From an optimization exercise on the open Yosys and OpenROAD flow, aimed at small area and a short achievable clock period; shortcuts taken in it are not production practice. Only simulation tests tie the RTL to the original design; equivalence was not proved. No activity file was given, so power comes from the tool's default toggle rates.

## flow/design.v (module list and top-level ports; edited modules follow where they fit)
// module skl_lane_fma: 2200 lines
// module fma_fa: 4 lines
// module fma_ha: 4 lines
// module fma_s4: 13 lines
module skl_lane_fma (
    input  wire        clk,
    input  wire        rst,        
    input  wire        in_valid,
    input  wire [1:0]  op,         
    input  wire [31:0] a,
    input  wire [31:0] b,
    input  wire [31:0] c,
    output reg         out_valid,
    output wire [31:0] result
);
  // ...
==> flow/flow/run.sh <==
#!/bin/bash
# The standard layout (standard.sh, all steps through finish), with one change:
# buffer_ports gives every input and output port a sky130_fd_sc_hd__buf_2 instead of
# the delay-cell buffer it picks by default. The make output goes to flow_make.log;
# each ORFS step keeps its own log under orfs/logs/.
set -euo pipefail
bash standard.sh "BUFFER_PORTS_ARGS=-buffer_cell sky130_fd_sc_hd__buf_2" finish > flow_make.log 2>&1
==> flow/standard.sh <==
#!/bin/bash
# synth_recipe.tcl (not shown) runs the flow's synth.tcl, then flattens the netlist and writes it again
# the make line also repeats each setting of config.mk as NAME=value (left out here)
make -C /OpenROAD-flow-scripts/flow DESIGN_CONFIG=/design/flow/config.mk WORK_HOME=/design/flow/orfs CLKGATE_MAP_FILE= SYNTH_SCRIPT=/design/flow/synth_recipe.tcl "${@:-finish}"
==> flow/config.mk <==
export PLATFORM = sky130hd
export DESIGN_NAME = skl_lane_fma
export DESIGN_NICKNAME = skl_lane_fma
export VERILOG_FILES = /design/flow/design.v
export SDC_FILE = /design/flow/constraint.sdc
export NUM_CORES = 4
export LEC_CHECK = 0
export CAP_MARGIN = 20
export CORE_MARGIN = 2
export CORE_UTILIZATION = 55
export CTS_CLUSTER_DIAMETER = 150
export CTS_CLUSTER_SIZE = 20
export PLACE_DENSITY = 0.75
export SETUP_SLACK_MARGIN = 5.0
export SLEW_MARGIN = 20
export SYNTH_HIERARCHICAL = 1
export SYNTH_MINIMUM_KEEP_SIZE = 0
==> flow/constraint.sdc <==
create_clock -name core_clock -period 9.0 [get_ports {clk}]
set_input_delay 1.8000 -clock core_clock [delete_from_list [all_inputs] [get_ports {clk}]]
set_output_delay 1.8000 -clock core_clock [all_outputs]
set_load 0.01 [all_outputs]
==> metrics.md, run 1 <==
| Metric | Value |
|---|---|
| Reg2Reg Capture Point | `r2_v[23]` |
| Metal-1 WL | `approximately 54,000 um` |
| Status | `no timing/DRC/antenna violations` |
| Leakage | `between 15 and 20 nW` |
| Number of antenna diodes | `1` |
| Antenna violations before repair | `2` |
| WP depth | `14` |
| Maximum number of pins on one net before global-route repair | `65` |
| End of the critical path | `r2_v[23]` |
| WHS Path Cells | `0` |
| Via density | `between 6 and 7` |
| Sw Ratio | `51.61%` |
| Internal Power | `~0.009 W` |
| Fill count | `~6,000` |
| Kind of capture point of the worst setup path | `flip-flop` |
| Most frequent cells after synthesis | `522 x xnor2_1, 393 x dfxtp_1, 325 x a22oi_1, 319 x nand2_1, 316 x fa_1` |
| Setup TNS | `0 ns` |
| Highest metal layer with signal wires | `met5` |
| Met1 Usage GRT | `around 47%` |
| Detailed Route Iter0 Violations | `4,782` |
| Number of detailed-routing iterations run before antenna repair | `10` |
| Worst Tran Pin Value | `between 1 and 1.5 ns` |
| Switching power | `just under 0.01 W` |
| Grt total ovfl | `0` |
| Critical hold path startpoint | `r2_nan` |
| Worst setup path start | `r1_sh[8]` |
==> inputs of run 2 (changes only) <==
--- a/flow/design.v
+++ b/flow/design.v
@@ -1850,22 +1850,21 @@
         wire [77:0] Gp = {pg_G6_77, pg_G7_76, pg_G6_75, pg_G7_74, pg_G6_73, pg_G7_72, pg_G6_71, pg_G7_70, pg_G6_69, pg_G7_68, pg_G6_67, pg_G7_66, pg_G6_65, pg_G7_64, pg_G5_63, pg_G7_62, pg_G5_61, pg_G7_60, pg_G5_59, pg_G7_58, pg_G5_57, pg_G7_56, pg_G5_55, pg_G7_54, pg_G5_53, pg_G7_52, pg_G5_51, pg_G7_50, pg_G5_49, pg_G7_48, pg_G5_47, pg_G7_46, pg_G5_45, pg_G7_44, pg_G5_43, pg_G7_42, pg_G5_41, pg_G7_40, pg_G5_39, pg_G7_38, pg_G5_37, pg_G7_36, pg_G5_35, pg_G7_34, pg_G5_33, pg_G7_32, pg_G4_31, pg_G7_30, pg_G4_29, pg_G7_28, pg_G4_27, pg_G7_26, pg_G4_25, pg_G7_24, pg_G4_23, pg_G7_22, pg_G4_21, pg_G7_20, pg_G4_19, pg_G7_18, pg_G4_17, pg_G7_16, pg_G3_15, pg_G7_14, pg_G3_13, pg_G7_12, pg_G3_11, pg_G7_10, pg_G3_9, pg_G7_8, pg_G2_7, pg_G7_6, pg_G2_5, pg_G7_4, pg_G1_3, pg_G7_2, pg_G0_1, pg_g0[0]};
         wire [77:0] Pp = {pg_P6_77, pg_P7_76, pg_P6_75, pg_P7_74, pg_P6_73, pg_P7_72, pg_P6_71, pg_P7_70, pg_P6_69, pg_P7_68, pg_P6_67, pg_P7_66, pg_P6_65, pg_P7_64, pg_P5_63, pg_P7_62, pg_P5_61, pg_P7_60, pg_P5_59, pg_P7_58, pg_P5_57, pg_P7_56, pg_P5_55, pg_P7_54, pg_P5_53, pg_P7_52, pg_P5_51, pg_P7_50, pg_P5_49, pg_P7_48, pg_P5_47, pg_P7_46, pg_P5_45, pg_P7_44, pg_P5_43, pg_P7_42, pg_P5_41, pg_P7_40, pg_P5_39, pg_P7_38, pg_P5_37, pg_P7_36, pg_P5_35, pg_P7_34, pg_P5_33, pg_P7_32, pg_P4_31, pg_P7_30, pg_P4_29, pg_P7_28, pg_P4_27, pg_P7_26, pg_P4_25, pg_P7_24, pg_P4_23, pg_P7_22, pg_P4_21, pg_P7_20, pg_P4_19, pg_P7_18, pg_P4_17, pg_P7_16, pg_P3_15, pg_P7_14, pg_P3_13, pg_P7_12, pg_P3_11, pg_P7_10, pg_P3_9, pg_P7_8, pg_P2_7, pg_P7_6, pg_P2_5, pg_P7_4, pg_P1_3, pg_P7_2, pg_P0_1, pg_p0[0]};
         wire        xneg = pg_p0[77] ^ Gp[76];           
         wire        neg  = sub & xneg;
         wire        inc  = sub & ~xneg;                 
         wire [76:0] cin  = {Gp[75:0] | (Pp[75:0] & {76{inc}}), inc};
         wire [76:0] mg   = pg_p0[76:0] ^ cin ^ {77{neg}};
         assign sign = sp ^ neg;
-        wire [77:0] zr = ~(ra | rb);
         wire [78:0] tn = {1'b0, pg_p0};                
-        wire [77:0] gm = {pg_g0[76:0], 1'b0};          
-        wire [77:0] zm = {zr[76:0], 1'b1};             
-        wire [77:0] fa = (tn[78:1] & ((pg_g0 & ~zm) | (zr & ~gm)))
-                       | (~tn[78:1] & ((zr & ~zm) | (pg_g0 & ~gm)));
+        wire [77:0] tm = {pg_p0[76:0], 1'b0};          
+        wire [77:0] am = {ra[76:0], 1'b0};             
+        wire [77:0] fx = ra ^ am;
+        wire [77:0] fa = ~pg_p0 & (tm | (fx ^ tn[78:1]));
         reg  [76:0] lmark;
         integer li;
         always @(*)
             for (li = 0; li < 77; li = li + 1)
                 lmark[li] = (lim == 76 - li);
         wire [76:0] lzin = {fa[77] | fa[76], fa[75:0]} | lmark;
         wire lz_z1 = ~(lzin[76] | lzin[75]);
         wire lz_z2 = ~(lzin[74] | lzin[73]);
==> run 2 against run 1 <==
Clock-buffer cell count down 1; final cell count down 4.2%; non-clock buffer count up 9; setup slack worse by 0.14 ns; first-iteration DRC count fell by 2.2%; area after synthesis shrank 2.7%; highest routed layer is now met4; critical endpoint is now r1_sh[11]; clock skew is 0.00068 ns lower; worst hold slack lost 0.0069 ns.
==> metrics.md, run 2 <==
| Metric | Value |
|---|---|
| Count leader, synth | `xnor2_1 (unchanged)` |
| Minimum period implied by the final worst setup slack | `4.311 ns (was 4.175 ns)` |
| Mapped Area | `38,940 sq um (was 40,010 sq um)` |
| Remaining antenna violation count after routing | `0 (unchanged)` |
| Wire length reported by the detailed router | `139,100 um (was 140,100 um)` |
| Worst max-slew margin expressed relative to the limit | `21.39% (was 22.47%)` |
| Maximum number of pins on one net before global-route repair | `66 (was 65)` |
| Register bank with the most flops | `r2_v (unchanged)` |
| Global-route met2 utilization | `55.81% (was 54.69%)` |
| Worst EP required | `9.53 ns (was 9.49 ns)` |
| Final Non-Filler Cells | `5,317 (was 5,550)` |
| # IOs | `134 (unchanged)` |
| Sequential fraction of the synthesis area | `20.20% (was 19.66%)` |
| Arrival time of data at the critical path endpoint | `4.84 ns (was 4.67 ns)` |
| Met1 Usage GRT | `46.49% (was 46.88%)` |
| Multi-input combinational cell area | `30,240 sq um (was 30,930 sq um)` |
| Worst Hold End | `r2_inf (was r3_nan)` |
| RD Place Congestion | `1.028 (was 1.048)` |
| Commonest non-fill, non-tap cell in the layout | `xnor2_1 (unchanged)` |
| Most used cells in the layout excluding fill and tap cells | `545 x xnor2_1, 357 x dfxtp_1, 310 x nor2_1 (was 506 x xnor2_1, 343 x dfxtp_1, 312 x nand2_1)` |
| Most frequent cells after synthesis | `556 x xnor2_1, 393 x dfxtp_1, 316 x fa_1, 315 x nor2_1, 311 x nand2_1 (was 522 x xnor2_1, 393 x dfxtp_1, 325 x a22oi_1, 319 x nand2_1, 316 x fa_1)` |
| TritonCTS clock tree | `built (unchanged)` |
| Launching point of the worst reg2reg path | `r3_lsh[0] (was r1_sh[8])` |
| Number of rows in the core area | `97 (was 98)` |
| Top-area cell type share of the netlist area | `20.20% (was 19.66%)` |
| Max Clock Skew | `0.03923 ns (was 0.03991 ns)` |
| Clock transition at path regs | `0.09 ns (was 0.10 ns)` |
| Total Nets Final | `4,949 (was 5,237)` |
| Fraction of final layout cells sized beyond drive strength 1 | `15.60% (was 15.20%)` |
| Number of antenna diodes | `0 (was 1)` |
| Vias in the first global route | `33,796 (was 34,010)` |
| Synth Net Count | `4,956 (was 5,248)` |
| Yosys warning count | `7 (unchanged)` |
| Hold-fix buffers at CTS | `0 (unchanged)` |
| First-pass GRT wire length | `203,200 um (was 202,900 um)` |
| Most area-consuming cells after synthesis | `dfxtp_1 20%, fa_1 16%, xnor2_1 13% (was dfxtp_1 20%, fa_1 16%, xnor2_1 11%)` |
| Final count of hold timing violations | `0 (unchanged)` |
| Final count of pins violating max slew | `0 (unchanged)` |
| Worst Tran Pin Value | `1.163 ns (about the same)` |
| Starting density of the core | `55.61% (was 55.78%)` |
| Source-to-sink clock delay at the later pin of the worst-skew pair | `0.60 ns (was 0.61 ns)` |
| Chip width | `270.1 um (was 273.7 um)` |
| Final worst-path cycle share | `47.90% (was 46.38%)` |
| Post-detail-place hpwl | `97,160 um (was 98,220 um)` |
| DR DRC count | `0 (unchanged)` |
| Kind of start point of the critical path | `primary input (was flip-flop)` |
| Final setup fails | `0 (unchanged)` |
| Kind of capture point of the worst setup path | `flip-flop (unchanged)` |
| Synth Area per Inst | `8.883 sq um (was 8.682 sq um)` |
| Core region area | `70,030 sq um (was 71,730 sq um)` |
| Unrepaired setup endpoints after global routing | `true (unchanged)` |
| Antenna violations before repair | `0 (was 2)` |
| Register bit total from synthesis | `393 (unchanged)` |
| Number of enable-type register cells in the synthesized netlist | `0 (unchanged)` |
| Count of cells along the worst register-to-register path | `10 (was 14)` |
| Flop-to-flop setup slack | `4.88 ns (was 4.83 ns)` |
| Maximum vdd drop | `215.7 uV (was 197.2 uV)` |
| Total Routing Usage GR | `35.59% (was 34.84%)` |
| Unique masters post-synth | `100 (was 89)` |
| Via density | `6.591 (was 6.540)` |
| Most used routing layer in global routing | `met2 (unchanged)` |
| Critical hold path startpoint | `r1_inf (was r2_nan)` |
| Fill count | `5,821 (was 5,964)` |
| Reg2Reg Capture Point | `r4_rnd (was r2_v[23])` |
| WHS Path Cells | `0 (unchanged)` |
| Leakage | `16.86 nW (was 17.49 nW)` |
| Flip-flop count of the largest register after layout | `128 (unchanged)` |
| Grt total ovfl | `0 (unchanged)` |
| Worst setup path start | `op[1] (was r1_sh[8])` |
| Cell type with the highest aggregate area in the netlist | `dfxtp_1 (unchanged)` |
| Main flop type after synthesis | `dfxtp_1 (unchanged)` |
| CP Max Fanout | `7 (was 18)` |
| Height of the die | `270.1 um (was 273.7 um)` |
| TritonCTS sink count | `393 (unchanged)` |
| Total Die Area | `72,950 sq um (was 74,930 sq um)` |
| Root Buffer Master | `clkbuf_16 (unchanged)` |
| Status | `no timing/DRC/antenna violations (unchanged)` |
| Slowest-stage cell, CP | `fa_2 (was xnor2_1)` |
| Setup TNS | `0 ns (unchanged)` |
| Proportion of register bits with asynchronous set or reset after synthesis | `0% (unchanged)` |
| Longest individual stage delay on the worst path | `0.37 ns (was 0.68 ns)` |
| Buffers from clock root to sink, at most | `3 (unchanged)` |
| Dpl cells | `5,194 (was 5,435)` |
| Cell area power density | `421.2 nW/um^2 (was 415.3 nW/um^2)` |
| Routed via count | `35,042 (was 36,295)` |
| H-tree lvl count | `1 (unchanged)` |
| Signed area change from the synthesized netlist to the final layout | `11.80% (was 12.01%)` |
| Routed length per placed instance | `26.16 um (was 25.25 um)` |
| I/O Buffers | `133 (unchanged)` |
| Met3 track demand over resource in global routing | `7.317% (was 5.860%)` |
| Max_cap viols | `0 (unchanged)` |
| Crit Path Class | `in -> reg (was reg -> reg)` |
| Sequential cell area | `7970 sq um (was 8003 sq um)` |
| Path class of the lowest-slack min-delay path | `reg -> reg (unchanged)` |
| Number of detailed-routing iterations run before antenna repair | `6 (was 10)` |
| Peak clock frequency supported by timing | `232.0 MHz (was 239.6 MHz)` |
| CP cell instances | `buf_16 -> nand2b_4 -> buf_4 -> and2_4 -> or2_4 -> a21boi_4 -> fa_2 -> ha_4 -> ha_4 -> fa_2 -> a21o_1 -> a21oi_2 -> o21bai_1 -> a21oi_2 -> o21bai_1 -> a21oi_1 (was or4_1 -> buf_4 -> o21ai_4 -> buf_6 -> mux2i_1 -> mux2i_1 -> mux2_2 -> mux2i_1 -> nor2_1 -> a21oi_1 -> o22ai_1 -> nand2_1 -> xnor2_1 -> fa_2)` |
| Detailed Route Iter0 Violations | `4,675 (was 4,782)` |
| Number of cells produced by synthesis | `4,384 (was 4,609)` |
| Cts bufs inserted | `23 (unchanged)` |
[run 2: how the worst max path moves through the flow]
| stage | end | slack, ns | cells after the start |
|---|---|---|---|
| after floorplan | r1_sh[11] | 4.31 | 18 |
| after global placement | r1_sh[11] | 3.44 | 17 |
| after detailed placement | r1_sh[11] | 3.38 | 17 |
| after CTS | r1_sh[11] | 4.66 | 18 |
| after global routing | r1_sh[7] | 4.63 | 16 |
| final | r1_sh[11] | 4.69 | 16 |
[run 2: cell type report]
type	count	share of cell area, %
Multi-Input combinational cell	3492	69.45
Sequential cell	393	18.31
Timing Repair Buffer	303	6.742
Tap cell	940	2.701
Inverter	164	1.451
Clock buffer	24	1.331
Clock inverter	1	0.02012
[run 2: power by group]
group	switching [W]	leakage, nW	internal [W]	total (W)
Clock	0.000601	0.289	0.000458	0.00106
Sequential	0.000867	3.31	0.00258	0.00345
Combinational	0.00786	13.3	0.00597	0.0138
[run 2: critical path, delay by kind of cell]
kind / cells / cell delay (ns)
adder cells (fa/ha/maj): 4 / 1.11
AND/OR/NAND/NOR: 3 / 0.60
AO/OA/AOI/OAI: 7 / 1.02
buffers and inverters: 2 / 0.28
[run 2: logic make-up after synthesis]
| family | after synthesis | share of synthesized area, % |
|---|---|---|
| AO/OA/AOI/OAI | 1061 | 18.33 |
| XOR/XNOR | 670 | 15.81 |
| adder cells (fa/ha/maj) | 474 | 21.30 |
| buffers and inverters | 506 | 5.189 |
| flip-flops | 393 | 20.20 |
| multiplexers | 200 | 5.745 |
| AND/OR/NAND/NOR | 1080 | 13.42 |
[run 2: per-layer routing]
metal	vias up	wire length [um]	share of wire, %
met5	-	0	0
met4	0	9695	7.0
met3	564	15980	11
met2	2418	60420	43
met1	16741	53020	38
li1	15319	-	-
[run 2: Yosys stat by module (local to each module, per instance)]
module,copies in the design,cell area [sq um],cells,flops+latches
fma_ha,30,12.51,1,0
skl_lane_fma,1,31830,3959,393
fma_s4,1,648.1,91,0
fma_fa,304,20.02,1,0
[run 2: repair_timing]
action                                  CTS  global route
gates resized for setup                 166           265
setup buffers                            40            32
gates cloned                              9            17
pin swaps                                43            92
endpoints found under the setup margin  239           173
[run 2: per-stage QoR]
step                      setup WS [ns]  total power, W  instance area, sq um  util [%]  hold slack (ns)
after floorplan                   4.306         0.01257                 39120         -           0.3096
after global placement            3.436         0.01596                 40120     57.29           0.3142
after detailed placement          3.379         0.01623                 40120     57.29           0.3121
after CTS                         4.662         0.01752                 41850     59.77           0.3302
after global routing              4.629         0.01959                 43540     62.17           0.3359
final                             4.689         0.01834                 43540     62.17           0.3247

[what the ideal ports hide]
The flow's constraints put no driver on any port. The routed layouts listed below were extracted and timed again, unchanged, in two steps.
Step 1: set_driving_cell puts a clkbuf_16 on clk and a buf_2 on each other input, an assumption about the parent block.
Step 2 also shifts input and output timing later by t, the mid clock arrival at the registers, as if the neighbouring blocks saw the same clock.
a / b / c = no drivers / after step 1 / after step 2; a / b = the first two.
| run | t, ns | slack for setup (ns) | worst hold slack (ns) | pins driven straight from the clock port |
|---|---|---|---|---|
| run 1 | 0.661 | 4.826 / 4.826 / 4.166 | 0.332 / 0.332 / 0.332 | 1 |
| run 2 | 0.655 | 4.689 / 4.610 / 3.956 | 0.325 / 0.325 / 0.325 | 1 |
After both steps every run listed still meets setup and hold. For run 2, which loses most, drivers alone change the setup slack by -0.079 ns; drivers and shift together by -0.733 ns.
